Source: an optimization exercise on an open RTL-to-GDS flow (aim: small area, a short achievable clock period and few clock cycles per item). Production flows keep margins and buffers that such runs may drop. The RTL was checked by simulation tests, not by an equivalence proof against the original design.

File: flow/standard.sh
#!/bin/bash
# synth_recipe.tcl (not shown) runs the flow's synth.tcl, then flattens the netlist and writes it again
# the make line also repeats each setting of config.mk as NAME=value (left out here)
make -C /OpenROAD-flow-scripts/flow DESIGN_CONFIG=/design/flow/config.mk WORK_HOME=/design/flow/orfs CLKGATE_MAP_FILE= SYNTH_SCRIPT=/design/flow/synth_recipe.tcl "${@:-finish}"
File: flow/config.mk
export PLATFORM = sky130hd
export DESIGN_NAME = lz_frame_auth
export DESIGN_NICKNAME = lz_frame_auth
export VERILOG_FILES = /design/flow/design.v
export SDC_FILE = /design/flow/constraint.sdc
export NUM_CORES = 8
export LEC_CHECK = 0
export CAP_MARGIN = 20
export CORE_MARGIN = 2
export CORE_UTILIZATION = 40
export PLACE_DENSITY = 0.6
export SETUP_SLACK_MARGIN = 4
export SLEW_MARGIN = 20
File: flow/flow/abc_area.script
strash
&get -n
&fraig -x
&put
scorr
dc2
dretime
strash
&get -n
&dch -f
&nf -R 1000
&put
File: flow/constraint.sdc
create_clock -name core_clock -period 10.0 [get_ports {clk}]
set_input_delay 2.0000 -clock core_clock [delete_from_list [all_inputs] [get_ports {clk}]]
set_output_delay 2.0000 -clock core_clock [all_outputs]
set_load 0.01 [all_outputs]
File: flow/flow/run.sh
#!/bin/bash
# Layout flow: the standard flow, except that synthesis maps the logic
# with an area-oriented ABC script (flow/abc_area.script) in place of ORFS's
# speed script. Everything else in synthesis (yosys passes, flip-flop mapping,
# flattening, renaming) is the standard synth_recipe.tcl, so the registers are
# the standard synthesis's.
set -euo pipefail
W=$PWD
F=$W/flow

# synth.tcl from ORFS with the ABC script swapped
sed "s#^source \$::env(SCRIPTS_DIR)/synth_preamble.tcl#source \$::env(SCRIPTS_DIR)/synth_preamble.tcl\nset abc_args [lreplace \$abc_args 1 1 $F/abc_area.script]#" \
    "$FLOW_HOME/scripts/synth.tcl" > $W/own_synth_core.tcl
grep -q "abc_area.script" $W/own_synth_core.tcl
# synth_recipe.tcl, sourcing that copy
sed "s#source \$::env(SCRIPTS_DIR)/synth.tcl#source $W/own_synth_core.tcl#" \
    $W/synth_recipe.tcl > $W/own_synth.tcl
grep -q "own_synth_core.tcl" $W/own_synth.tcl

# the make call of standard.sh, with our synthesis script, for synthesis only
MAKECMD=$(grep -m1 '^make ' $W/standard.sh | sed "s#SYNTH_SCRIPT=[^ ]*#SYNTH_SCRIPT=$W/own_synth.tcl#; s#\"\${@:-finish}\"##")
echo "$MAKECMD synth" > $W/own_synth_cmd.txt
eval "$MAKECMD synth" > $W/own_synth.log 2>&1

# the rest of the standard flow reuses the synthesized netlist
bash $W/standard.sh > $W/standard.log 2>&1
File: flow/design.v
module lz_sbox (
    input  wire [7:0] a,
    output wire [7:0] y
);
    wire U0 = a[7];
    wire U1 = a[6];
    wire U2 = a[5];
    wire U3 = a[4];
    wire U4 = a[3];
    wire U5 = a[2];
    wire U6 = a[1];
    wire U7 = a[0];
    wire T1, T2, T3, T4, T5, T6, T7, T8, T9, T10, T11, T12, T13, T14, T15, T16, T17, T18, T19, T20, T21, T22, T23, T24, T25, T26, T27, M1, M2, M3, M4, M5, M6, M7, M8, M9, M10, M11, M12, M13, M14, M15, M16, M17, M18, M19, M20, M21, M22, M23, M24, M25, M26, M27, M28, M29, M30, M31, M32, M33, M34, M35, M36, M37, M38, M39, M40, M41, M42, M43, M44, M45, M46, M47, M48, M49, M50, M51, M52, M53, M54, M55, M56, M57, M58, M59, M60, M61, M62, M63, L0, L1, L2, L3, L4, L5, L6, L7, L8, L9, L10, L11, L12, L13, L14, L15, L16, L17, L18, L19, L20, L21, L22, L23, L24, L25, L26, L27, L28, L29;
    wire S0, S1, S2, S3, S4, S5, S6, S7;
    assign T1 = U0 ^ U3;
    assign T2 = U0 ^ U5;
    assign T3 = U0 ^ U6;
    assign T4 = U3 ^ U5;
    assign T5 = U4 ^ U6;
    assign T6 = T1 ^ T5;
    assign T7 = U1 ^ U2;
    assign T8 = U7 ^ T6;
    assign T9 = U7 ^ T7;
    assign T10 = T6 ^ T7;
    assign T11 = U1 ^ U5;
    assign T12 = U2 ^ U5;
    assign T13 = T3 ^ T4;
    assign T14 = T6 ^ T11;
    assign T15 = T5 ^ T11;
    assign T16 = T5 ^ T12;
    assign T17 = T9 ^ T16;
    assign T18 = U3 ^ U7;
    assign T19 = T7 ^ T18;
    assign T20 = T1 ^ T19;
    assign T21 = U6 ^ U7;
    assign T22 = T7 ^ T21;
    assign T23 = T2 ^ T22;
    assign T24 = T2 ^ T10;
    assign T25 = T20 ^ T17;
    assign T26 = T3 ^ T16;
    assign T27 = T1 ^ T12;
    assign M1 = T13 & T6;
    assign M2 = T23 & T8;
    assign M3 = T14 ^ M1;
    assign M4 = T19 & U7;
    assign M5 = M4 ^ M1;
    assign M6 = T3 & T16;
    assign M7 = T22 & T9;
    assign M8 = T26 ^ M6;
    assign M9 = T20 & T17;
    assign M10 = M9 ^ M6;
    assign M11 = T1 & T15;
    assign M12 = T4 & T27;
    assign M13 = M12 ^ M11;
    assign M14 = T2 & T10;
    assign M15 = M14 ^ M11;
    assign M16 = M3 ^ M2;
    assign M17 = M5 ^ T24;
    assign M18 = M8 ^ M7;
    assign M19 = M10 ^ M15;
    assign M20 = M16 ^ M13;
    assign M21 = M17 ^ M15;
    assign M22 = M18 ^ M13;
    assign M23 = M19 ^ T25;
    assign M24 = M22 ^ M23;
    assign M25 = M22 & M20;
    assign M26 = M21 ^ M25;
    assign M27 = M20 ^ M21;
    assign M28 = M23 ^ M25;
    assign M29 = M28 & M27;
    assign M30 = M26 & M24;
    assign M31 = M20 & M23;
    assign M32 = M27 & M31;
    assign M33 = M27 ^ M25;
    assign M34 = M21 & M22;
    assign M35 = M24 & M34;
    assign M36 = M24 ^ M25;
    assign M37 = M21 ^ M29;
    assign M38 = M32 ^ M33;
    assign M39 = M23 ^ M30;
    assign M40 = M35 ^ M36;
    assign M41 = M38 ^ M40;
    assign M42 = M37 ^ M39;
    assign M43 = M37 ^ M38;
    assign M44 = M39 ^ M40;
    assign M45 = M42 ^ M41;
    assign M46 = M44 & T6;
    assign M47 = M40 & T8;
    assign M48 = M39 & U7;
    assign M49 = M43 & T16;
    assign M50 = M38 & T9;
    assign M51 = M37 & T17;
    assign M52 = M42 & T15;
    assign M53 = M45 & T27;
    assign M54 = M41 & T10;
    assign M55 = M44 & T13;
    assign M56 = M40 & T23;
    assign M57 = M39 & T19;
    assign M58 = M43 & T3;
    assign M59 = M38 & T22;
    assign M60 = M37 & T20;
    assign M61 = M42 & T1;
    assign M62 = M45 & T4;
    assign M63 = M41 & T2;
    assign L0 = M61 ^ M62;
    assign L1 = M50 ^ M56;
    assign L2 = M46 ^ M48;
    assign L3 = M47 ^ M55;
    assign L4 = M54 ^ M58;
    assign L5 = M49 ^ M61;
    assign L6 = M62 ^ L5;
    assign L7 = M46 ^ L3;
    assign L8 = M51 ^ M59;
    assign L9 = M52 ^ M53;
    assign L10 = M53 ^ L4;
    assign L11 = M60 ^ L2;
    assign L12 = M48 ^ M51;
    assign L13 = M50 ^ L0;
    assign L14 = M52 ^ M61;
    assign L15 = M55 ^ L1;
    assign L16 = M56 ^ L0;
    assign L17 = M57 ^ L1;
    assign L18 = M58 ^ L8;
    assign L19 = M63 ^ L4;
    assign L20 = L0 ^ L1;
    assign L21 = L1 ^ L7;
    assign L22 = L3 ^ L12;
    assign L23 = L18 ^ L2;
    assign L24 = L15 ^ L9;
    assign L25 = L6 ^ L10;
    assign L26 = L7 ^ L9;
    assign L27 = L8 ^ L10;
    assign L28 = L11 ^ L14;
    assign L29 = L11 ^ L17;
    assign S0 = L6 ^ L24;
    assign S1 = ~(L16 ^ L26);
    assign S2 = ~(L19 ^ L28);
    assign S3 = L6 ^ L21;
    assign S4 = L20 ^ L22;
    assign S5 = L25 ^ L29;
    assign S6 = ~(L13 ^ L27);
    assign S7 = ~(L6 ^ L23);
    assign y = {S0, S1, S2, S3, S4, S5, S6, S7};
endmodule
module lz_aes_round (
    input  wire [127:0] state_in,
    input  wire [127:0] add,         
    output wire [127:0] mixed,       
    output wire [127:0] shifted,     
    input  wire [127:0] rkey_in,     
    input  wire [7:0]   rcon,        
    output wire [127:0] rkey_out     
);
    wire [31:0] w0 = rkey_in[127:96];
    wire [31:0] w1 = rkey_in[95:64];
    wire [31:0] w2 = rkey_in[63:32];
    wire [31:0] w3 = rkey_in[31:0];
    wire [31:0] rot = {w3[23:0], w3[31:24]};
    wire [31:0] sub;
    lz_sbox ks0 (.a(rot[31:24]), .y(sub[31:24]));
    lz_sbox ks1 (.a(rot[23:16]), .y(sub[23:16]));
    lz_sbox ks2 (.a(rot[15:8]),  .y(sub[15:8]));
    lz_sbox ks3 (.a(rot[7:0]),   .y(sub[7:0]));
    wire [31:0] t  = sub ^ {rcon, 24'h0};
    wire [31:0] n0 = w0 ^ t;
    wire [31:0] n1 = (w0 ^ w1) ^ t;
    wire [31:0] n2 = (w0 ^ w1 ^ w2) ^ t;
    wire [31:0] n3 = (w0 ^ w1 ^ w2 ^ w3) ^ t;
    assign rkey_out = {n0, n1, n2, n3};
    wire [7:0] sb [0:15];
    genvar i;
    generate
        for (i = 0; i < 16; i = i + 1) begin : g_sub
            lz_sbox s (.a(state_in[127-8*i -: 8]), .y(sb[i]));
        end
    endgenerate
    wire [7:0] sr [0:15];
    genvar c, r, b;
    generate
        for (c = 0; c < 4; c = c + 1) begin : g_col
            for (r = 0; r < 4; r = r + 1) begin : g_row
                assign sr[4*c+r] = sb[4*((c+r)%4)+r];
            end
        end
    endgenerate
    generate
        for (c = 0; c < 4; c = c + 1) begin : g_mix
            for (r = 0; r < 4; r = r + 1) begin : g_out
                wire [7:0] p  = sr[4*c + r];
                wire [7:0] q  = sr[4*c + (r+1)%4];
                wire [7:0] u  = sr[4*c + (r+2)%4];
                wire [7:0] v  = sr[4*c + (r+3)%4];
                wire [7:0] kk = add[127-32*c-8*r -: 8];
                for (b = 0; b < 8; b = b + 1) begin : g_bit
                    wire lo = (b == 0) ? 1'b0 : (p[(b+7)%8] ^ q[(b+7)%8]);
                    wire hi = (b == 0 || b == 1 || b == 3 || b == 4) ?
                              (p[7] ^ q[7]) : 1'b0;
                    assign mixed[127-32*c-8*r-7+b] =
                        ((q[b] ^ u[b]) ^ (v[b] ^ kk[b])) ^ (lo ^ hi);
                end
                assign shifted[127-32*c-8*r -: 8] = p;
            end
        end
    endgenerate
endmodule
module lz_frame_auth (
    input  wire         clk,
    input  wire         rst,           
    input  wire [127:0] key,           
    input  wire         crc_mode,      
    input  wire         in_valid,
    output wire         in_ready,
    input  wire [35:0]  in_word,
    input  wire         in_last,
    output wire         tag_valid,
    input  wire         tag_ready,
    output wire [35:0]  auth0,         
    output wire [35:0]  auth1          
);
    reg          act;         
    reg          mode;        
    reg          run;         
    reg          phl;         
    reg          zs;          
    reg          fin;         
    reg          done;        
    reg          lseen;       
    reg  [3:0]   round;       
    reg  [5:0]   cnt;         
    reg  [11:0]  nwords;      
    reg          ship;        
    function ship_of;
        input a, m, f, l, r, p;
        input [5:0] c;
        input [3:0] n;
        ship_of = a && !m && !f && (c > 6'd32 || l) &&
                  (!r || (n == 4'd10 && !p));
    endfunction
    wire last_rnd = (round == 4'd10);
    wire rnd_end  = run && last_rnd;
    wire blk_full = cnt > 6'd32;
    wire blk_last = !blk_full;
    reg  [163:0] buf_q;
    wire take  = in_valid && in_ready;
    wire start = take && !act;
    assign in_ready = !done && !lseen && (cnt <= 6'd32);
    wire crc_go = act && mode && !done && (cnt >= 6'd4 || (lseen && cnt != 6'd0));
    wire [5:0]   ins_at = crc_go ? (cnt - 6'd4) : cnt;
    wire [163:0] ins    = take ? ({in_word, 128'h0} >> {ins_at, 2'b00}) : 164'h0;
    wire [5:0]   wbits  = (in_last && !nwords[0]) ? 6'd10 : 6'd9;
    reg          act_n, mode_n, run_n, phl_n, zs_n, fin_n, done_n, lseen_n;
    reg  [3:0]   round_n;
    reg  [5:0]   cnt_n;
    reg  [11:0]  nwords_n;
    always @(*) begin
        act_n    = act;
        mode_n   = mode;
        run_n    = run;
        phl_n    = phl;
        zs_n     = zs;
        fin_n    = fin;
        done_n   = done;
        lseen_n  = lseen;
        round_n  = round;
        nwords_n = nwords;
        if (take) begin
            nwords_n = nwords + 12'd1;
            if (in_last)
                lseen_n = 1'b1;
        end
        if (start) begin
            act_n  = 1'b1;
            mode_n = crc_mode;
            if (!crc_mode) begin
                round_n = 4'd1;
                run_n   = 1'b1;
                phl_n   = 1'b1;
            end
        end
        if (crc_go && lseen && cnt <= 6'd4)
            done_n = 1'b1;
        if (run) begin
            round_n = round + 4'd1;
            if (last_rnd) begin
                run_n = 1'b0;
                phl_n = 1'b0;
                zs_n  = phl;
                if (!phl && fin)
                    done_n = 1'b1;
            end
        end
        if (ship) begin
            round_n = 4'd1;
            run_n   = 1'b1;
            zs_n    = 1'b0;
            fin_n   = blk_last;
        end
        if (ship)
            cnt_n = blk_full ? (cnt - 6'd32) : 6'd0;
        else
            cnt_n = (crc_go ? ((cnt >= 6'd4) ? cnt - 6'd4 : 6'd0) : cnt)
                    + (take ? wbits : 6'd0);
        if (done && tag_ready) begin
            act_n    = 1'b0;
            mode_n   = 1'b0;
            fin_n    = 1'b0;
            done_n   = 1'b0;
            lseen_n  = 1'b0;
            cnt_n    = 6'd0;
            nwords_n = 12'd0;
        end
        if (rst) begin
            act_n    = 1'b0;
            mode_n   = 1'b0;
            run_n    = 1'b0;
            phl_n    = 1'b0;
            zs_n     = 1'b0;
            fin_n    = 1'b0;
            done_n   = 1'b0;
            lseen_n  = 1'b0;
            cnt_n    = 6'd0;
            nwords_n = 12'd0;
        end
    end
    reg  [127:0] aes_st;      
    reg  [127:0] rkey;        
    reg  [127:0] lsub;        
    function [127:0] dbl;   
        input [127:0] v;
        dbl = {v[126:0], 1'b0} ^ (v[127] ? 128'h87 : 128'h0);
    endfunction
    wire [127:0] k1 = dbl(lsub);
    wire [127:0] k2 = dbl(k1);
    wire [127:0] blk_bits = buf_q[163:36];
    reg  [127:0] pad_bit;
    integer j;
    always @(*) begin
        pad_bit = 128'h0;
        for (j = 0; j < 32; j = j + 1)
            pad_bit[127-4*j] = (cnt == j);
    end
    wire         kx_on = ship && blk_last;
    wire [127:0] kx    = !kx_on ? 128'h0 :
                         (cnt == 6'd32) ? k1 : (pad_bit ^ k2);
    wire [127:0] inj   = blk_bits ^ key ^ kx;
    wire load_key = !act || ship;
    wire [127:0] rnd_mix, rnd_shift, rnd_key;
    wire sel_mix   = run && !last_rnd;
    wire sel_shift = rnd_end;
    wire sel_hold  = !run && !start && !zs;
    wire use_inj   = start || ship;
    wire [127:0] st_add   = ({128{run}}     & rkey) ^
                            ({128{use_inj}} & inj);
    wire [127:0] st_other = (({128{sel_shift}} & rnd_shift) |
                             ({128{sel_hold}}  & aes_st)) ^ st_add;
    wire [127:0] st_next  = sel_mix ? rnd_mix : st_other;
    wire [3:0] rnext = load_key ? 4'd1 : (round + 4'd1);
    reg  [7:0] rcon;
    always @(*) begin
        case (rnext)
            4'd1:    rcon = 8'h01;
            4'd2:    rcon = 8'h02;
            4'd3:    rcon = 8'h04;
            4'd4:    rcon = 8'h08;
            4'd5:    rcon = 8'h10;
            4'd6:    rcon = 8'h20;
            4'd7:    rcon = 8'h40;
            4'd8:    rcon = 8'h80;
            4'd9:    rcon = 8'h1b;
            default: rcon = 8'h36;
        endcase
    end
    lz_aes_round u_round (
        .state_in  (aes_st),
        .add       (st_add),
        .mixed     (rnd_mix),
        .shifted   (rnd_shift),
        .rkey_in   (load_key ? key : rkey),
        .rcon      (rcon),
        .rkey_out  (rnd_key)
    );
    reg  [31:0]  crc;
    function [31:0] crc_byte;   
        input [31:0] c;
        input [7:0]  b;
        integer k;
        begin
            crc_byte = c ^ {24'h0, b};
            for (k = 0; k < 8; k = k + 1)
                crc_byte = crc_byte[0] ? ((crc_byte >> 1) ^ 32'hEDB8_8320)
                                       : (crc_byte >> 1);
        end
    endfunction
    wire [31:0] crc_b0 = crc_byte(crc, buf_q[163:156]);
    wire [31:0] crc_b1 = crc_byte(crc_b0, buf_q[155:148]);
    function [7:0] chka;
        input [11:0] a;
        begin
            chka[0] = ^(a & 12'h7bc);
            chka[1] = ^(a & 12'h8c5);
            chka[2] = ^(a & 12'h637);
            chka[3] = ^(a & 12'hbd2);
            chka[4] = ^(a & 12'h7a5);
            chka[5] = ^(a & 12'h8f7);
            chka[6] = ^(a & 12'h1ef);
            chka[7] = ^(a & 12'h3de);
            chka    = chka ^ 8'hb2;
        end
    endfunction
    function [7:0] chkd;
        input [27:0] d;
        begin
            chkd[0] = ^(d & 28'hbe09fa9);
            chkd[1] = ^(d & 28'hc21a0fb);
            chkd[2] = ^(d & 28'h3a3de5f);
            chkd[3] = ^(d & 28'hca72317);
            chkd[4] = ^(d & 28'h94e462e);
            chkd[5] = ^(d & 28'h97c13f5);
            chkd[6] = ^(d & 28'h2f827ea);
            chkd[7] = ^(d & 28'h5f04fd4);
        end
    endfunction
    reg  [7:0] chk0, chk1;   
    always @(posedge clk) begin
        aes_st <= st_next;
        rkey   <= rnd_key;
        if (rnd_end && phl)
            lsub <= st_next;
        act    <= act_n;
        mode   <= mode_n;
        run    <= run_n;
        phl    <= phl_n;
        zs     <= zs_n;
        fin    <= fin_n;
        done   <= done_n;
        lseen  <= lseen_n;
        round  <= round_n;
        cnt    <= cnt_n;
        nwords <= nwords_n;
        ship   <= ship_of(act_n, mode_n, fin_n, lseen_n, run_n, phl_n, cnt_n, round_n);
        chk0   <= chka(nwords);
        chk1   <= chka(nwords + 12'd1);
        if (rst)
            buf_q <= 164'h0;
        else if (ship)
            buf_q <= {buf_q[35:0], 128'h0};
        else
            buf_q <= (crc_go ? {buf_q[147:0], 16'h0} : buf_q) | ins;
        if (!act)
            crc <= 32'hFFFF_FFFF;
        else if (crc_go)
            crc <= (cnt >= 6'd4) ? crc_b1 : crc_b0;
    end
    wire [31:0] crc_out = ~crc;
    wire [27:0] d0 = mode ? {12'h0, crc_out[31:16]} : aes_st[127:100];
    wire [27:0] d1 = mode ? {12'h0, crc_out[15:0]}  : aes_st[99:72];
    assign tag_valid = done;
    assign auth0 = {chk0 ^ chkd(d0), d0};
    assign auth1 = {chk1 ^ chkd(d1), d1};
endmodule
==> flow_metrics.env, run 1 <==
export IMPL_setup_repair_after_global_routing_missed_its_margin="true"
export IMPL_slew_viols_final=0
export IMPL_maxCapViolations=0
export IMPL_clkTransAtPathRegs_ns=0.06
export IMPL_route_vias_total=57186
export IMPL_worst_path_slowest_cell="sky130_fd_sc_hd__a221o_2"
export IMPL_flow_area_growth_from_synthesis_pct=28.1
export IMPL_ys_types=57
export IMPL_drive_above_1_share_pct=15.2
export IMPL_period_minus_slack_ns=6.04
export IMPL_max_slew_worst_pin_slew_ns=1.15
export IMPL_drt_initial_drc_count=6826
export IMPL_num_rows=141
export IMPL_detailed_place_hpwl_mm=206
export IMPL_synth_seq_area_share_pct=23.2
export IMPL_finalSetupViolCount=0
export IMPL_initial_utilization_pct=40.4
export IMPL_worst_path_max_fanout=4
export IMPL_crit_type="in -> reg"
export IMPL_post_synth_inst_count=7401
export IMPL_port_buffers=243
export IMPL_final_net_count=8332
export IMPL_layout_cells_most_common_list="sky130_fd_sc_hd__xnor2_1, sky130_fd_sc_hd__nand2_1, sky130_fd_sc_hd__xor2_1, sky130_fd_sc_hd__nor2_1, sky130_fd_sc_hd__a21oi_1"
export IMPL_tritoncts="yes"
export IMPL_cp_data_required_time_ns=10.61
export IMPL_number_of_synthesized_flops_with_an_enable_pin=128
export IMPL_gp_routability_congestion=1.01
export IMPL_postSynth_asyncResetShare_pct=0
export IMPL_synth_seq_cells=627
export IMPL_detailedRoute_firstPassIterationCount=6
export IMPL_min_path_cells=2
export IMPL_startpoint_class="input pin"
export IMPL_hold_ws_ns=0.472
export IMPL_placed_cells_incl_taps=9647
export IMPL_fp_dieArea_um2=152000
export IMPL_cts_root_to_sink_buffers=3
export IMPL_critPathMostFrequentCell="sky130_fd_sc_hd__xnor2_2"
export IMPL_finalSetupTns_ns=0
export IMPL_cts_hold_buffers=0
export IMPL_result_of_the_run="finished clean"
export IMPL_clock_tree_htree_level_count=3
export IMPL_critical_path_cell_chain="clkdlybuf4s15_1 > mux2i_4 > xnor2_4 > xor2_4 > xnor2_2 > ha_1 > xnor2_2 > xnor2_2 > xnor2_2 > nand2_2 > a221o_2 > xnor2_4 > xor2_2 > nor2b_4 > xnor2_4 > buf_12 > xnor2_4 > xnor2_2 > xnor2_2 > xnor2_1 > xnor2_1 > xnor2_1"
export IMPL_cts_buffers=77
export IMPL_post_drt_via_cell_ratio=5.66
export IMPL_total_count_of_hold_check_failures_in_the_final_report=0
export IMPL_globalRouteTotalUtil_pct=33.0
export IMPL_final_setup_skew_ns=0.0343
export IMPL_grt_max_degree=95
export IMPL_clock_fmax_mhz=166
export IMPL_final_design_area_no_fill_um2=76500
export IMPL_synth_fp_nets=7634
export IMPL_worstHoldPathType="reg -> reg"
export IMPL_skew_pair_late_insertion_delay_ns=0.69
export IMPL_synth_ff_type="sky130_fd_sc_hd__dfxtp_1"
export IMPL_first_global_vias=52911
export IMPL_wl_mm=264
export IMPL_layout_commonest_cell="sky130_fd_sc_hd__xnor2_1"
export IMPL_r2r_setup_slack_ns=4.16
export IMPL_cpPeakStageDelay_ns=0.45
export IMPL_grt_first_pass_wirelength_mm=369
export IMPL_critical_path_endpoint_type="flip-flop"
export IMPL_drt_drc_violations_left=0
export IMPL_die_x_um=390
export IMPL_fin_cells=10099
export IMPL_clkSinkCount=627
export IMPL_crit_arrival_ns=6.65
export IMPL_routed_wire_length_per_instance_um=26.1
export IMPL_worst_slew_slack_as_a_fraction_of_its_limit_pct=22.9
export IMPL_synth_area_per_cell_um2=8.07
export IMPL_clock_root_buffer="sky130_fd_sc_hd__clkbuf_16"
export IMPL_grt_antenna_before_repair=5
export IMPL_final_antenna_net_count=0
export IMPL_syn_cell_area_um2=59700
export IMPL_pin_count=244
export IMPL_yosys_warnings=2
export IMPL_worstRegToRegCells=26
export IMPL_globalRouteOverflowTotal=0
export IMPL_placement_cell_area_um2=65600
export IMPL_coreArea_um2=148000
export IMPL_die_height_um=390
export IMPL_final_period_utilization_pct=60.4
## cells in the mapped netlist (4+ instances only)
| library cell | number | area [µm²] |
|---|---|---|
| sky130_fd_sc_hd__clkinv_1 | 122 | 458 |
| sky130_fd_sc_hd__and3_1 | 19 | 119 |
| sky130_fd_sc_hd__or2_0 | 28 | 175 |
| sky130_fd_sc_hd__o221ai_1 | 7 | 61.3 |
| sky130_fd_sc_hd__xnor2_1 | 2097 | 18400 |
| sky130_fd_sc_hd__and2_0 | 47 | 294 |
| sky130_fd_sc_hd__a31oi_1 | 109 | 682 |
| sky130_fd_sc_hd__mux2_1 | 23 | 259 |
| sky130_fd_sc_hd__a21o_1 | 14 | 105 |
| sky130_fd_sc_hd__a221oi_1 | 11 | 96.3 |
| sky130_fd_sc_hd__a22oi_1 | 88 | 661 |
| sky130_fd_sc_hd__a21oi_1 | 508 | 2540 |
| sky130_fd_sc_hd__nand3_1 | 90 | 450 |
| sky130_fd_sc_hd__dfxtp_1 | 499 | 9990 |
| sky130_fd_sc_hd__nand2b_1 | 60 | 375 |
| sky130_fd_sc_hd__or3_1 | 6 | 37.5 |
| sky130_fd_sc_hd__a22o_1 | 28 | 245 |
| sky130_fd_sc_hd__ha_1 | 62 | 776 |
| sky130_fd_sc_hd__mux2i_1 | 199 | 1990 |
| sky130_fd_sc_hd__a21boi_0 | 9 | 67.6 |
| sky130_fd_sc_hd__o211ai_1 | 16 | 120 |
| sky130_fd_sc_hd__o21a_1 | 6 | 45.0 |
| sky130_fd_sc_hd__nor3_1 | 16 | 80.1 |
| sky130_fd_sc_hd__o2bb2ai_1 | 4 | 35.0 |
| sky130_fd_sc_hd__a211oi_1 | 10 | 75.1 |
| sky130_fd_sc_hd__nand2_1 | 1139 | 4280 |
| sky130_fd_sc_hd__o21ai_0 | 404 | 2020 |
| sky130_fd_sc_hd__nor2b_1 | 94 | 588 |
| sky130_fd_sc_hd__xor2_1 | 877 | 7680 |
| sky130_fd_sc_hd__o22ai_1 | 21 | 131 |
| sky130_fd_sc_hd__edfxtp_1 | 128 | 3840 |
| sky130_fd_sc_hd__o22a_1 | 4 | 35.0 |
| sky130_fd_sc_hd__nor2_1 | 546 | 2050 |
| sky130_fd_sc_hd__a311oi_1 | 36 | 315 |
| sky130_fd_sc_hd__o211a_1 | 17 | 170 |
| sky130_fd_sc_hd__a32oi_1 | 26 | 228 |
## state kept, by name, summed over array words and instances, names as in the netlist, 4 cells and up
| register | count |
|---|---|
| cnt | 6 |
| chk1 | 8 |
| aes_st | 128 |
| rkey | 128 |
| chk0 | 8 |
| round | 4 |
| buf_q | 164 |
| crc | 32 |
| nwords | 12 |
| lsub | 128 |
## worst paths after layout
check	to	start
max	rkey[7]	key[31]
min	buf_q[14]	buf_q[14]
max reg2reg	rkey[26]	act
min reg2reg	buf_q[14]	buf_q[14]
## through the flow
step	worst slack, ns	util, %
global placement	1.05	44.3
finish	3.96	51.7
floorplan	0.00324	-
CTS	3.93	49.0
global route	3.76	51.7
detailed placement	1.22	44.3
## per-layer routing
layer | track usage [%] | vias to the layer above | routed length (µm)
met1 | 44.7 | 27543 | 107000
li1 | - | 26084 | -
met3 | 8.36 | 538 | 30300
met5 | 0 | - | 13
met2 | 48.5 | 3019 | 111000
met4 | 16.0 | 2 | 15300
## critical path, delay by kind of cell
kind                       cells  cell delay [ns]
adders and majority gates      1             0.29
buffers and inverters          2             0.44
and+or+nand+nor                2             0.38
muxes                          1             0.28
xor gates and xnor gates      15             2.78
AOI/OAI and AO/OA              1             0.45
## layout make-up
class | count | area (µm²)
Sequential cell | 627 | 14000
Clock buffer | 115 | 2360
Timing Repair Buffer | 617 | 5510
Tap cell | 1930 | 2410
Antenna cell | 6 | 15.0
Inverter | 122 | 469
Fill cell | 13673 | 71500
Multi-Input combinational cell | 6654 | 51400
Clock inverter | 28 | 325
## cell families (layout without fill, tap and decap cells)
family / count (synthesis) / after routing / synth area share [%]
buffers and inverters: 122 / 882 / 0.767
adders and majority gates: 63 / 63 / 1.33
and+or+nand+nor: 2057 / 2059 / 14.3
xor gates and xnor gates: 2975 / 2975 / 43.6
other: 0 / 6 / 0
AOI/OAI and AO/OA: 1335 / 1335 / 13.0
muxes: 222 / 222 / 3.77
DFF: 627 / 627 / 23.2
## what timing repair did
item,CTS,global route
endpoints found under the setup margin,466,374
hold endpoints to repair,0,0
gates cloned,2,1
resized for setup,515,494
buffers inserted,150,150
pin swaps,130,196
Testbench counts, summed over its fixed seeds: cycles 562,890, frames 12,000.
==> inputs of run 2 (changes only) <==
--- a/flow/design.v
+++ b/flow/design.v
@@ -353,5 +353,5 @@
                             ({128{use_inj}} & inj);
-    wire [127:0] st_other = (({128{sel_shift}} & rnd_shift) |
+    wire [127:0] st_next  = (({128{sel_mix}}   & rnd_mix)   |
+                             ({128{sel_shift}} & rnd_shift) |
                              ({128{sel_hold}}  & aes_st)) ^ st_add;
-    wire [127:0] st_next  = sel_mix ? rnd_mix : st_other;
     wire [3:0] rnext = load_key ? 4'd1 : (round + 4'd1);
@@ -374,3 +374,3 @@
         .state_in  (aes_st),
-        .add       (st_add),
+        .add       (128'h0),
         .mixed     (rnd_mix),
--- a/flow/flow/run.sh
+++ b/flow/flow/run.sh
@@ -1,7 +1,11 @@
 #!/bin/bash
-# Layout flow: the standard flow, except that synthesis maps the logic
-# with an area-oriented ABC script (flow/abc_area.script) in place of ORFS's
-# speed script. Everything else in synthesis (yosys passes, flip-flop mapping,
-# flattening, renaming) is the standard synth_recipe.tcl, so the registers are
-# the standard synthesis's.
+# Layout flow: the standard flow (standard.sh), with two changes:
+#  - synthesis maps the logic with an area-oriented ABC script
+#    (flow/abc_area.script) in place of ORFS's speed script; everything else
+#    in synthesis (yosys passes, flip-flop mapping, flattening, renaming) is
+#    the standard synth_recipe.tcl, so the registers are the standard ones;
+#  - the port buffers are sky130_fd_sc_hd__buf_2 (every input and output
+#    port still gets one).
+# Each tool's output goes to its own log here; ORFS's own logs are under
+# orfs/logs.
 set -euo pipefail
@@ -9,2 +13,4 @@
 F=$W/flow
+
+export BUFFER_PORTS_ARGS="-buffer_cell sky130_fd_sc_hd__buf_2"
 
--- a/flow/config.mk
+++ b/flow/config.mk
@@ -10,2 +10,3 @@
 export CORE_UTILIZATION = 40
+export CTS_BUF_LIST = sky130_fd_sc_hd__clkbuf_4
 export PLACE_DENSITY = 0.6
==> flow_metrics.env, run 2 <==
export IMPL_worst_slew_slack_as_a_fraction_of_its_limit_pct=20.5
export IMPL_postSynth_asyncResetShare_pct=0
export IMPL_detailedRoute_firstPassIterationCount=6
export IMPL_globalRouteOverflowTotal=0
export IMPL_cts_hold_buffers=0
export IMPL_clkTransAtPathRegs_ns=0.06
export IMPL_total_count_of_hold_check_failures_in_the_final_report=0
export IMPL_fp_dieArea_um2=147000
export IMPL_pin_count=244
export IMPL_synth_seq_cells=627
export IMPL_grt_max_degree=102
export IMPL_placement_cell_area_um2=62300
export IMPL_final_antenna_net_count=0
export IMPL_finalSetupViolCount=0
export IMPL_cp_data_required_time_ns=8.00
export IMPL_worst_path_max_fanout=40
export IMPL_syn_cell_area_um2=57800
export IMPL_yosys_warnings=2
export IMPL_multiInputGateArea_um2=49800
export IMPL_post_synth_inst_count=7034
export IMPL_detailedPlace_worstSlack_ns=2.40
export IMPL_cts_buffers=178
export IMPL_setup_repair_after_global_routing_missed_its_margin="true"
export IMPL_crit_arrival_ns=3.92
export IMPL_num_rows=139
export IMPL_nFillCells=13616
export IMPL_ys_top_cells_by_area="sky130_fd_sc_hd__xnor2_1, sky130_fd_sc_hd__dfxtp_1, sky130_fd_sc_hd__xor2_1"
export IMPL_result_of_the_run="finished clean"
export IMPL_final_net_count=8048
export IMPL_coreArea_um2=143000
export IMPL_post_drt_via_cell_ratio=5.63
export IMPL_die_height_um=384
export IMPL_port_buffers=243
export IMPL_drt_drc_violations_left=0
export IMPL_clock_fmax_mhz=169
export IMPL_first_global_vias=51452
export IMPL_critical_path_endpoint_type="primary output"
export IMPL_clock_tree_htree_level_count=4
export IMPL_period_minus_slack_ns=5.92
export IMPL_ys_types=54
export IMPL_clock_root_buffer="sky130_fd_sc_hd__clkbuf_4"
export IMPL_clkSinkCount=627
export IMPL_flow_area_growth_from_synthesis_pct=26.8
export IMPL_synthMostInstantiatedCell="sky130_fd_sc_hd__xnor2_1"
export IMPL_largest_reg_flops=164
export IMPL_final_setup_skew_ns=0.0809
export IMPL_worstHoldPathType="reg -> reg"
export IMPL_final_period_utilization_pct=59.2
export IMPL_synth_area_per_cell_um2=8.21
export IMPL_layout_cells_most_common_list="sky130_fd_sc_hd__xnor2_1, sky130_fd_sc_hd__nand2_1, sky130_fd_sc_hd__xor2_1, sky130_fd_sc_hd__nor2_1, sky130_fd_sc_hd__a21oi_1"
export IMPL_crit_type="reg -> out"
export IMPL_detailed_place_hpwl_mm=199
export IMPL_drive_above_1_share_pct=21.0
export IMPL_gp_routability_congestion=1.02
export IMPL_initial_utilization_pct=40.3
export IMPL_final_critical_path_setup_slack_ns=4.08
export IMPL_layout_commonest_cell="sky130_fd_sc_hd__xnor2_1"
export IMPL_route_vias_total=55587
export IMPL_globalRouteTotalUtil_pct=33.3
export IMPL_synth_seq_area_share_pct=24.0
export IMPL_number_of_synthesized_flops_with_an_enable_pin=128
export IMPL_finalSetupTns_ns=0
export IMPL_max_slew_worst_pin_slew_ns=1.19
export IMPL_final_design_area_no_fill_um2=73200
export IMPL_tritoncts="yes"
export IMPL_synth_fp_nets=7266
export IMPL_synth_ff_type="sky130_fd_sc_hd__dfxtp_1"
export IMPL_grt_first_pass_wirelength_mm=359
export IMPL_grt_antenna_before_repair=9
export IMPL_seq_area_um2=14100
export IMPL_routed_wire_length_per_instance_um=26.1
export IMPL_startpoint_class="flip-flop"
export IMPL_drt_initial_drc_count=6850
export IMPL_wl_mm=257
export IMPL_ys_top_cells_by_count="sky130_fd_sc_hd__xnor2_1, sky130_fd_sc_hd__nand2_1, sky130_fd_sc_hd__xor2_1"
export IMPL_slew_viols_final=0
export IMPL_top_register="buf_q"
export IMPL_synth_top_area_share_pct=31.3
export IMPL_synth_largest_area_cell="sky130_fd_sc_hd__xnor2_1"
export IMPL_maxCapViolations=0
export IMPL_die_x_um=384
export IMPL_skew_pair_late_insertion_delay_ns=1.24
export IMPL_cts_root_to_sink_buffers=3
[run 2: per-layer routing]
| layer | up-vias | track usage [%] | part of all wire [%] |
|---|---|---|---|
| li1 | 25188 | - | - |
| met1 | 26841 | 46.0 | 41 |
| met2 | 2980 | 49.8 | 43 |
| met3 | 576 | 5.22 | 9.9 |
| met4 | 2 | 17.1 | 5.9 |
| met5 | - | 0 | 0.0050 |
[run 2: through the flow]
stage / hold WS, ns / instances / util, %
floorplan: 0.436 / 7034 / -
global placement: 0.460 / 9260 / 43.4
detailed placement: 0.464 / 9260 / 43.4
CTS: 0.472 / 9683 / 47.8
global route: 0.502 / 9868 / 51.0
finish: 0.471 / 9874 / 51.0
[run 2: cell type report]
type | instances | area share, %
antenna | 8 | 0.0273
multi-input combinational | 6313 | 68.0
sequential | 627 | 19.2
inverter | 94 | 0.507
tap | 1903 | 3.25
timing repair buffer | 602 | 5.82
clock inverter | 66 | 0.499
clock buffer | 261 | 2.68
[run 2: worst max-delay path, cell delays in order (launching register included)]
cell	delay (ns)
sky130_fd_sc_hd__dfxtp_4	0.53
sky130_fd_sc_hd__buf_16	0.27
sky130_fd_sc_hd__nor2_1	0.19
sky130_fd_sc_hd__a21oi_2	0.31
sky130_fd_sc_hd__xor2_1	0.32
sky130_fd_sc_hd__xnor2_1	0.23
sky130_fd_sc_hd__xor2_1	0.29
sky130_fd_sc_hd__xnor2_1	0.20
sky130_fd_sc_hd__xnor2_1	0.15
sky130_fd_sc_hd__buf_2	0.14
[run 2: worst paths after layout]
path / cells after the start / to / from / slack (ns)
setup reg to reg: 26 / lsub[3] / aes_st[113] / 4.09
hold / removal: 2 / buf_q[40] / buf_q[24] / 0.47
hold reg to reg: 2 / buf_q[40] / buf_q[24] / 0.47
setup / recovery: 9 / auth1[33] / mode / 4.08
[run 2: what timing repair did]
| action | 4_1_cts | 5_1_grt |
|---|---|---|
| gates cloned | 4 | 3 |
| setup buffers | 92 | 180 |
| gates resized for setup | 483 | 487 |
| setup endpoints to repair | 400 | 421 |
| pin swaps | 63 | 176 |
[run 2: kinds of logic (layout without fill, tap and decap cells)]
logic type	after synthesis	after routing	share of synthesized area, %
buf+inv	94	1023	0.611
other cells	0	8	0
fa+ha+maj	62	62	1.36
flops	627	627	24.0
simple gates	2021	2021	14.3
xor+xnor	2925	2925	44.4
compound gates	1105	1105	11.8
mux	200	200	3.52
Testbench counts of run 2, summed over its fixed seeds: cycles 562,890, frames 12,000.
==> inputs of run 3 (changes only) <==
--- a/flow/flow/run.sh
+++ b/flow/flow/run.sh
@@ -7,3 +7,5 @@
 #  - the port buffers are sky130_fd_sc_hd__buf_2 (every input and output
-#    port still gets one).
+#    port still gets one);
+#  - clock tree synthesis uses sky130_fd_sc_hd__clkbuf_4 and adds no dummy
+#    loads (the clock still reaches every register through buffers).
 # Each tool's output goes to its own log here; ORFS's own logs are under
@@ -15,2 +17,3 @@
 export BUFFER_PORTS_ARGS="-buffer_cell sky130_fd_sc_hd__buf_2"
+export CTS_ARGS="-sink_clustering_enable -repair_clock_nets -buf_list sky130_fd_sc_hd__clkbuf_4 -dont_use_dummy_load"
 
==> flow_metrics.env, run 3 <==
export IMPL_clock_root_buffer="sky130_fd_sc_hd__clkbuf_4"
export IMPL_cts_root_to_sink_buffers=3
export IMPL_critical_path_endpoint_type="flip-flop"
export IMPL_worst_slew_slack_as_a_fraction_of_its_limit_pct=21.2
export IMPL_result_of_the_run="finished clean"
export IMPL_holdCritStartpoint="buf_q[25]"
export IMPL_gr_usage_met1_pct=45.8
export IMPL_clkTransAtPathRegs_ns=0.07
export IMPL_total_count_of_hold_check_failures_in_the_final_report=0
export IMPL_initial_utilization_pct=40.3
export IMPL_ys_top_cells_by_count="sky130_fd_sc_hd__xnor2_1, sky130_fd_sc_hd__nand2_1, sky130_fd_sc_hd__xor2_1"
export IMPL_synth_seq_cells=627
export IMPL_critPathTopFamily="XOR/XNOR gates"
export IMPL_globalRouteOverflowTotal=0
export IMPL_r2r_setup_slack_ns=4.00
export IMPL_worst_path_slowest_cell="sky130_fd_sc_hd__a222oi_1"
export IMPL_min_path_cells=2
export IMPL_post_synth_inst_count=7034
export IMPL_crit_type="reg -> reg"
export IMPL_synth_area_per_cell_um2=8.21
export IMPL_finalSetupViolCount=0
export IMPL_postSynth_asyncResetShare_pct=0
export IMPL_final_setup_skew_ns=0.112
export IMPL_synth_adder_area_share_pct=1.36
export IMPL_globalRouteTotalUtil_pct=33.2
export IMPL_top_register="buf_q"
export IMPL_grt_first_pass_wirelength_mm=357
export IMPL_layout_cells_most_common_list="sky130_fd_sc_hd__xnor2_1, sky130_fd_sc_hd__nand2_1, sky130_fd_sc_hd__xor2_1, sky130_fd_sc_hd__nor2_1, sky130_fd_sc_hd__dfxtp_1"
export IMPL_detailed_place_hpwl_mm=199
export IMPL_number_of_synthesized_flops_with_an_enable_pin=128
export IMPL_setup_repair_after_global_routing_missed_its_margin="true"
export IMPL_post_drt_via_cell_ratio=5.68
export IMPL_crit_arrival_ns=6.79
export IMPL_slew_viols_final=0
export IMPL_num_rows=139
export IMPL_die_height_um=384
export IMPL_gp_routability_congestion=1.02
export IMPL_flow_area_growth_from_synthesis_pct=25.0
export IMPL_synth_fp_nets=7266
export IMPL_globalRouteMet2Util_pct=49.8
export IMPL_globalRoute_busiestLayer="met2"
export IMPL_grt_max_degree=102
export IMPL_synthMostInstantiatedCell="sky130_fd_sc_hd__xnor2_1"
export IMPL_nFillCells=13675
export IMPL_combinational_family_with_the_most_area_after_synthesis="XOR/XNOR gates"
export IMPL_worstHoldEndpoint="buf_q[153]"
export IMPL_wl_mm=256
export IMPL_clkSinkCount=627
export IMPL_finalSetupTns_ns=0
export IMPL_critPathBufInv=3
export IMPL_fp_dieArea_um2=147000
export IMPL_cp_data_required_time_ns=10.80
export IMPL_worstHoldPathType="reg -> reg"
export IMPL_synth_mux_area_fraction_pct=3.52
export IMPL_synth_top_area_share_pct=31.3
export IMPL_detailedRoute_firstPassIterationCount=9
export IMPL_worst_path_max_fanout=8
export IMPL_regToRegEndpoint="lsub[25]"
export IMPL_syn_cell_area_um2=57800
export IMPL_pin_count=244
export IMPL_grt_antenna_before_repair=10
export IMPL_layout_commonest_cell="sky130_fd_sc_hd__xnor2_1"
export IMPL_tritoncts="yes"
export IMPL_ys_types=54
export IMPL_cpPeakStageDelay_ns=0.74
export IMPL_largest_reg_flops=164
export IMPL_maxCapViolations=0
export IMPL_ys_top_cells_by_area="sky130_fd_sc_hd__xnor2_1, sky130_fd_sc_hd__dfxtp_1, sky130_fd_sc_hd__xor2_1"
export IMPL_clock_fmax_mhz=167
export IMPL_cts_buffers=178
export IMPL_area_share_of_and_or_nand_nor_cells_after_synthesis_pct=14.3
export IMPL_critical_path_cell_chain="xor2_4 > xnor2_4 > xor2_1 > ha_1 > xor2_1 > xnor2_1 > xnor2_2 > nand3_1 > clkinv_1 > o21ai_2 > xor2_1 > xnor2_1 > nor2_1 > xor2_2 > buf_4 > xor2_4 > buf_4 > xnor2_4 > xnor2_1 > xnor2_1 > xnor2_1 > a222oi_1 > xnor2_1"
export IMPL_synth_ff_type="sky130_fd_sc_hd__dfxtp_1"
export IMPL_port_buffers=243
export IMPL_multiInputGateArea_um2=49700
export IMPL_yosys_warnings=2
export IMPL_cts_hold_buffers=0
export IMPL_synth_area_in_compound_gates_pct=11.8
export IMPL_skew_pair_late_insertion_delay_ns=1.20
export IMPL_route_vias_total=55195
export IMPL_drt_drc_violations_left=0
export IMPL_final_net_count=8052
export IMPL_hold_ws_ns=0.439
export IMPL_die_x_um=384
export IMPL_grtUsageMet3_pct=5.55
export IMPL_period_minus_slack_ns=6.00
export IMPL_critPathMostFrequentCell="sky130_fd_sc_hd__xnor2_1"
export IMPL_startpoint_class="flip-flop"
export IMPL_clock_tree_htree_level_count=4
export IMPL_final_antenna_net_count=0
export IMPL_drt_initial_drc_count=6536
export IMPL_worstRegToRegCells=23
export IMPL_synth_seq_area_share_pct=24.0
export IMPL_synth_largest_area_cell="sky130_fd_sc_hd__xnor2_1"
export IMPL_worst_r2r_src="aes_st[119]"
export IMPL_drive_above_1_share_pct=19.6
export IMPL_final_period_utilization_pct=60.0
export IMPL_timing_critical_path_depth=23
export IMPL_seq_area_um2=14100
export IMPL_first_global_vias=50991
export IMPL_max_slew_worst_pin_slew_ns=1.18
export IMPL_coreArea_um2=143000
export IMPL_routed_wire_length_per_instance_um=26.3
export IMPL_synthXorXnorAreaFrac_pct=44.4
[run 3: cell count changes in the layout (fill, tap and decap cells not counted), sizes merged]
cell and change:
clkbuf -82, bufbuf -1, buf +4, inv -7, bufinv -2, diode -4, clkinv -53, clkinvlp -4
[run 3: how the worst max path moves through the flow]
stage / from / endpoint / slack, ns
2_1_floorplan: cnt[1] / lsub[101] / 0.23
3_3_place_gp: key[13] / rkey[23] / 2.30
5_1_grt: aes_st[119] / lsub[25] / 3.87
4_1_cts: aes_st[111] / lsub[63] / 3.93
3_5_place_dp: key[31] / rkey[4] / 2.40
6_report: aes_st[119] / lsub[25] / 4.00
[run 3: tightest hold or removal path: cells and delay by family (launching register included)]
| family | cells | cell delay, ns |
|---|---|---|
| flops | 1 | 0.33 |
| compound gates | 2 | 0.16 |
[run 3: area by class of cell]
class	instances	share of cell area, %
sequential	627	19.5
multi-input combinational	6313	68.9
tap	1903	3.30
clock buffer	178	1.85
timing repair buffer	606	6.00
antenna	4	0.0139
inverter	94	0.515
[run 3: logic make-up (layout without fill, tap and decap cells)]
kind of cell | Yosys count | in the layout
compound gates | 1105 | 1105
other cells | 0 | 4
fa+ha+maj | 62 | 62
mux | 200 | 200
buf+inv | 94 | 878
xor+xnor | 2925 | 2925
simple gates | 2021 | 2021
flops | 627 | 627
[run 3: per-layer routing]
layer	vias to the layer above	share of wire, %	routed length [µm]
li1	25037	-	-
met2	2871	43	110000
met1	26751	41	106000
met4	6	5.8	15000
met3	530	9.7	25000
met5	-	0.014	36
[run 3: repair_timing]
| item | 4_1_cts | 5_1_grt |
|---|---|---|
| pin swaps | 73 | 165 |
| gates cloned | 3 | 3 |
| endpoints found under the setup margin | 400 | 402 |
| setup buffers | 84 | 193 |
| endpoints found under the hold margin | 0 | 0 |
| gates resized for setup | 487 | 455 |
[run 3: metrics by stage]
stage               area, µm²  std cells  worst slack [ns]  util (%)
floorplan               58000       7034             0.230         -
global placement        62300       9260              2.30      43.4
detailed placement      62300       9260              2.40      43.4
global route            72200       9722              3.87      50.3
finish                  72200       9725              4.00      50.3
CTS                     67500       9525              3.93      47.1
==> inputs of run 4 (changes only) <==
--- a/flow/design.v
+++ b/flow/design.v
@@ -146,3 +146,2 @@
     input  wire [127:0] state_in,
-    input  wire [127:0] add,         
     output wire [127:0] mixed,       
@@ -192,3 +191,2 @@
                 wire [7:0] v  = sr[4*c + (r+3)%4];
-                wire [7:0] kk = add[127-32*c-8*r -: 8];
                 for (b = 0; b < 8; b = b + 1) begin : g_bit
@@ -198,3 +196,3 @@
                     assign mixed[127-32*c-8*r-7+b] =
-                        ((q[b] ^ u[b]) ^ (v[b] ^ kk[b])) ^ (lo ^ hi);
+                        ((q[b] ^ u[b]) ^ v[b]) ^ (lo ^ hi);
                 end
@@ -374,3 +372,2 @@
         .state_in  (aes_st),
-        .add       (128'h0),
         .mixed     (rnd_mix),
--- a/flow/flow/run.sh
+++ b/flow/flow/run.sh
@@ -1,3 +1,3 @@
 #!/bin/bash
-# Layout flow: the standard flow (standard.sh), with two changes:
+# Layout flow: the standard flow (standard.sh), with three changes:
 #  - synthesis maps the logic with an area-oriented ABC script
==> flow_metrics.env, run 4 <==
export IMPL_cts_buffers=171
export IMPL_startpoint_class="flip-flop"
export IMPL_layout_commonest_cell="sky130_fd_sc_hd__xnor2_1"
export IMPL_synth_largest_area_cell="sky130_fd_sc_hd__xnor2_1"
export IMPL_num_rows=139
export IMPL_largest_reg_flops=164
export IMPL_cts_root_to_sink_buffers=3
export IMPL_setup_repair_after_global_routing_missed_its_margin="true"
export IMPL_globalRouteOverflowTotal=0
export IMPL_syn_cell_area_um2=57800
export IMPL_ys_top_cells_by_count="sky130_fd_sc_hd__xnor2_1, sky130_fd_sc_hd__nand2_1, sky130_fd_sc_hd__xor2_1"
export IMPL_crit_arrival_ns=6.80
export IMPL_grt_first_pass_wirelength_mm=353
export IMPL_final_antenna_net_count=0
export IMPL_skew_pair_late_insertion_delay_ns=1.19
export IMPL_number_of_synthesized_flops_with_an_enable_pin=128
export IMPL_clock_tree_htree_level_count=4
export IMPL_final_net_count=8054
export IMPL_clkSinkCount=627
export IMPL_crit_type="reg -> reg"
export IMPL_seq_area_um2=14000
export IMPL_drt_drc_violations_left=0
export IMPL_postSynth_asyncResetShare_pct=0
export IMPL_synth_fp_nets=7291
export IMPL_max_slew_worst_pin_slew_ns=1.11
export IMPL_worstHoldPathType="reg -> reg"
export IMPL_port_buffers=243
export IMPL_drt_initial_drc_count=7017
export IMPL_die_height_um=384
export IMPL_final_setup_skew_ns=0.152
export IMPL_synth_ff_type="sky130_fd_sc_hd__dfxtp_1"
export IMPL_fin_util_pct=50.1
export IMPL_globalRouteTotalUtil_pct=32.6
export IMPL_result_of_the_run="finished clean"
export IMPL_route_vias_total=55285
export IMPL_synth_seq_cells=627
export IMPL_pin_count=244
export IMPL_gp_routability_congestion=1.07
export IMPL_grt_max_degree=129
export IMPL_fp_dieArea_um2=147000
export IMPL_finalSetupTns_ns=0
export IMPL_detailedRoute_firstPassIterationCount=7
export IMPL_post_synth_inst_count=7059
export IMPL_final_period_utilization_pct=60.4
export IMPL_cts_hold_buffers=0
export IMPL_detailed_place_hpwl_mm=197
export IMPL_die_x_um=384
export IMPL_clock_root_buffer="sky130_fd_sc_hd__clkbuf_4"
export IMPL_ys_top_cells_by_area="sky130_fd_sc_hd__xnor2_1, sky130_fd_sc_hd__dfxtp_1, sky130_fd_sc_hd__xor2_1"
export IMPL_cp_data_required_time_ns=10.76
export IMPL_maxCapViolations=0
export IMPL_synth_top_area_share_pct=30.5
export IMPL_nFillCells=13562
export IMPL_r2r_setup_slack_ns=3.96
export IMPL_post_drt_via_cell_ratio=5.68
export IMPL_critical_path_endpoint_type="flip-flop"
export IMPL_total_count_of_hold_check_failures_in_the_final_report=0
export IMPL_grt_antenna_before_repair=11
export IMPL_routed_wire_length_per_instance_um=26.0
export IMPL_first_global_vias=51076
export IMPL_wl_mm=253
export IMPL_placement_cell_area_um2=62600
export IMPL_drive_above_1_share_pct=19.5
export IMPL_clkTransAtPathRegs_ns=0.07
export IMPL_tritoncts="yes"
export IMPL_synth_seq_area_share_pct=23.9
export IMPL_worst_slew_slack_as_a_fraction_of_its_limit_pct=25.7
export IMPL_synthMostInstantiatedCell="sky130_fd_sc_hd__xnor2_1"
export IMPL_synth_area_per_cell_um2=8.18
export IMPL_period_minus_slack_ns=6.04
export IMPL_ys_types=57
export IMPL_hold_ws_ns=0.437
export IMPL_initial_utilization_pct=40.3
export IMPL_flow_area_growth_from_synthesis_pct=24.6
export IMPL_slew_viols_final=0
export IMPL_multiInputGateArea_um2=49700
export IMPL_layout_cells_most_common_list="sky130_fd_sc_hd__xnor2_1, sky130_fd_sc_hd__nand2_1, sky130_fd_sc_hd__xor2_1, sky130_fd_sc_hd__nor2_1, sky130_fd_sc_hd__dfxtp_1"
export IMPL_worst_path_max_fanout=8
export IMPL_top_register="buf_q"
export IMPL_finalSetupViolCount=0
export IMPL_coreArea_um2=143000
export IMPL_final_design_area_no_fill_um2=71900
export IMPL_clock_fmax_mhz=166
export IMPL_yosys_warnings=2
## run 4: cell types whose count changed after synthesis, sizes merged, moves of 9 or more
cell / change
xnor2: -53
a31oi: -26
clkinv: +16
nand2: +55
or2: -9
and2: -17
a21oi: -31
xor2: +36
o21ai: +39
o21bai: -36
nor2: -9
o22ai: +22
o221ai: -13
a311oi: +35
## run 4: critical path, cell delays in order (launching register included)
cell and delay, ns:
sky130_fd_sc_hd__dfxtp_4 0.41, sky130_fd_sc_hd__xor2_4 0.22, sky130_fd_sc_hd__xnor2_2 0.29, sky130_fd_sc_hd__xor2_1 0.26, sky130_fd_sc_hd__clkinv_1 0.11, sky130_fd_sc_hd__ha_1 0.22, sky130_fd_sc_hd__xor2_2 0.25, sky130_fd_sc_hd__xnor2_1 0.15
sky130_fd_sc_hd__xnor2_2 0.32, sky130_fd_sc_hd__nand2_1 0.13, sky130_fd_sc_hd__o21ai_0 0.17, sky130_fd_sc_hd__o21ai_0 0.18, sky130_fd_sc_hd__nand2_1 0.17, sky130_fd_sc_hd__nor2_1 0.10, sky130_fd_sc_hd__xnor2_1 0.43, sky130_fd_sc_hd__xor2_1 0.22
sky130_fd_sc_hd__xnor2_1 0.13, sky130_fd_sc_hd__xnor2_2 0.50, sky130_fd_sc_hd__xnor2_4 0.21, sky130_fd_sc_hd__xnor2_1 0.17, sky130_fd_sc_hd__a222oi_1 0.79, sky130_fd_sc_hd__xnor2_2 0.26
## run 4: layer usage
metal | vias up | global-route usage [%] | share of wire [%]
met5 | - | 0 | 0.0055
met4 | 2 | 17.5 | 6.5
met3 | 599 | 7.48 | 11
met2 | 3035 | 47.7 | 42
met1 | 26565 | 44.4 | 41
li1 | 25084 | - | -
## run 4: cell type report
| type | count | share of cell area, % |
|---|---|---|
| Sequential cell | 627 | 19.5 |
| Antenna cell | 8 | 0.0278 |
| Clock buffer | 171 | 1.78 |
| Timing Repair Buffer | 590 | 5.72 |
| Tap cell | 1903 | 3.31 |
| Inverter | 110 | 0.584 |
| Multi-Input combinational cell | 6322 | 69.1 |
## run 4: metrics by stage
step / instances / worst slack [ns]
global route: 9724 / 3.74
finish: 9731 / 3.96
global placement: 9288 / 2.39
detailed placement: 9288 / 2.43
floorplan: 7059 / 0.176
CTS: 9512 / 3.91
## run 4: repair_timing
action,4_1_cts,5_1_grt
resized for setup,413,490
buffers inserted,53,210
endpoints found under the setup margin,397,330
pin swaps,43,160
gates cloned,0,0
## run 4: worst paths after layout
check / to / cells after the start / start
worst max-delay path: lsub[56] / 21 / aes_st[17]
worst min-delay path: buf_q[27] / 2 / buf_q[11]
worst max register to register: lsub[56] / 21 / aes_st[17]
worst min register to register: buf_q[27] / 2 / buf_q[11]
## run 4: logic make-up after synthesis
logic type	after synthesis	synth area share, %
buffers and inverters	110	0.715
AO/OA/AOI/OAI	1108	11.9
AND/OR/NAND/NOR	2048	14.4
XOR/XNOR	2911	44.3
multiplexers	193	3.39
flip-flops	627	23.9
adder cells (fa/ha/maj)	62	1.36
Testbench counts of run 4, summed over its fixed seeds: cycles 562,890, frames 12,000.

-- port drivers added, routing unchanged --
No port has a modelled driver above. Below, the same layouts with a new extraction and two added sets of constraints.
Step 1: set_driving_cell puts a clkbuf_16 on clk and a buf_2 on each other input, an assumption about the parent block.
Step 2 adds t to the input delays and takes it off the output delays; t is the mean of the earliest and latest rising clock arrival at the registers after step 1. Input paths then give back, and output paths get back, about the clock's delay inside the block.
a / b / c = ideal / step 1 / step 2; a / b = the first two.
| run | shift t [ns] | setup slack, ns | worst setup path after step 2 | slew at the worst register clock pin (ns) | worst slew at a driven data input, ns |
|---|---|---|---|---|---|
| run 1 | 0.758 | 3.962 / 4.028 / 3.271 | input to register | 0.07 / 0.07 | 0.09 |
| run 2 | 1.276 | 4.085 / 4.008 / 3.147 | input to register | 0.09 / 0.09 | 0.11 |
| run 3 | 1.210 | 4.004 / 4.004 / 3.097 | input to register | 0.08 / 0.08 | 0.11 |
| run 4 | 1.172 | 3.963 / 3.963 / 2.993 | input to register | 0.08 / 0.08 | 0.22 |
After both steps setup and hold are still met in every run listed. The setup slack of run 4, which loses most, moves by 0.000 ns with the drivers and by -0.970 ns with both steps.
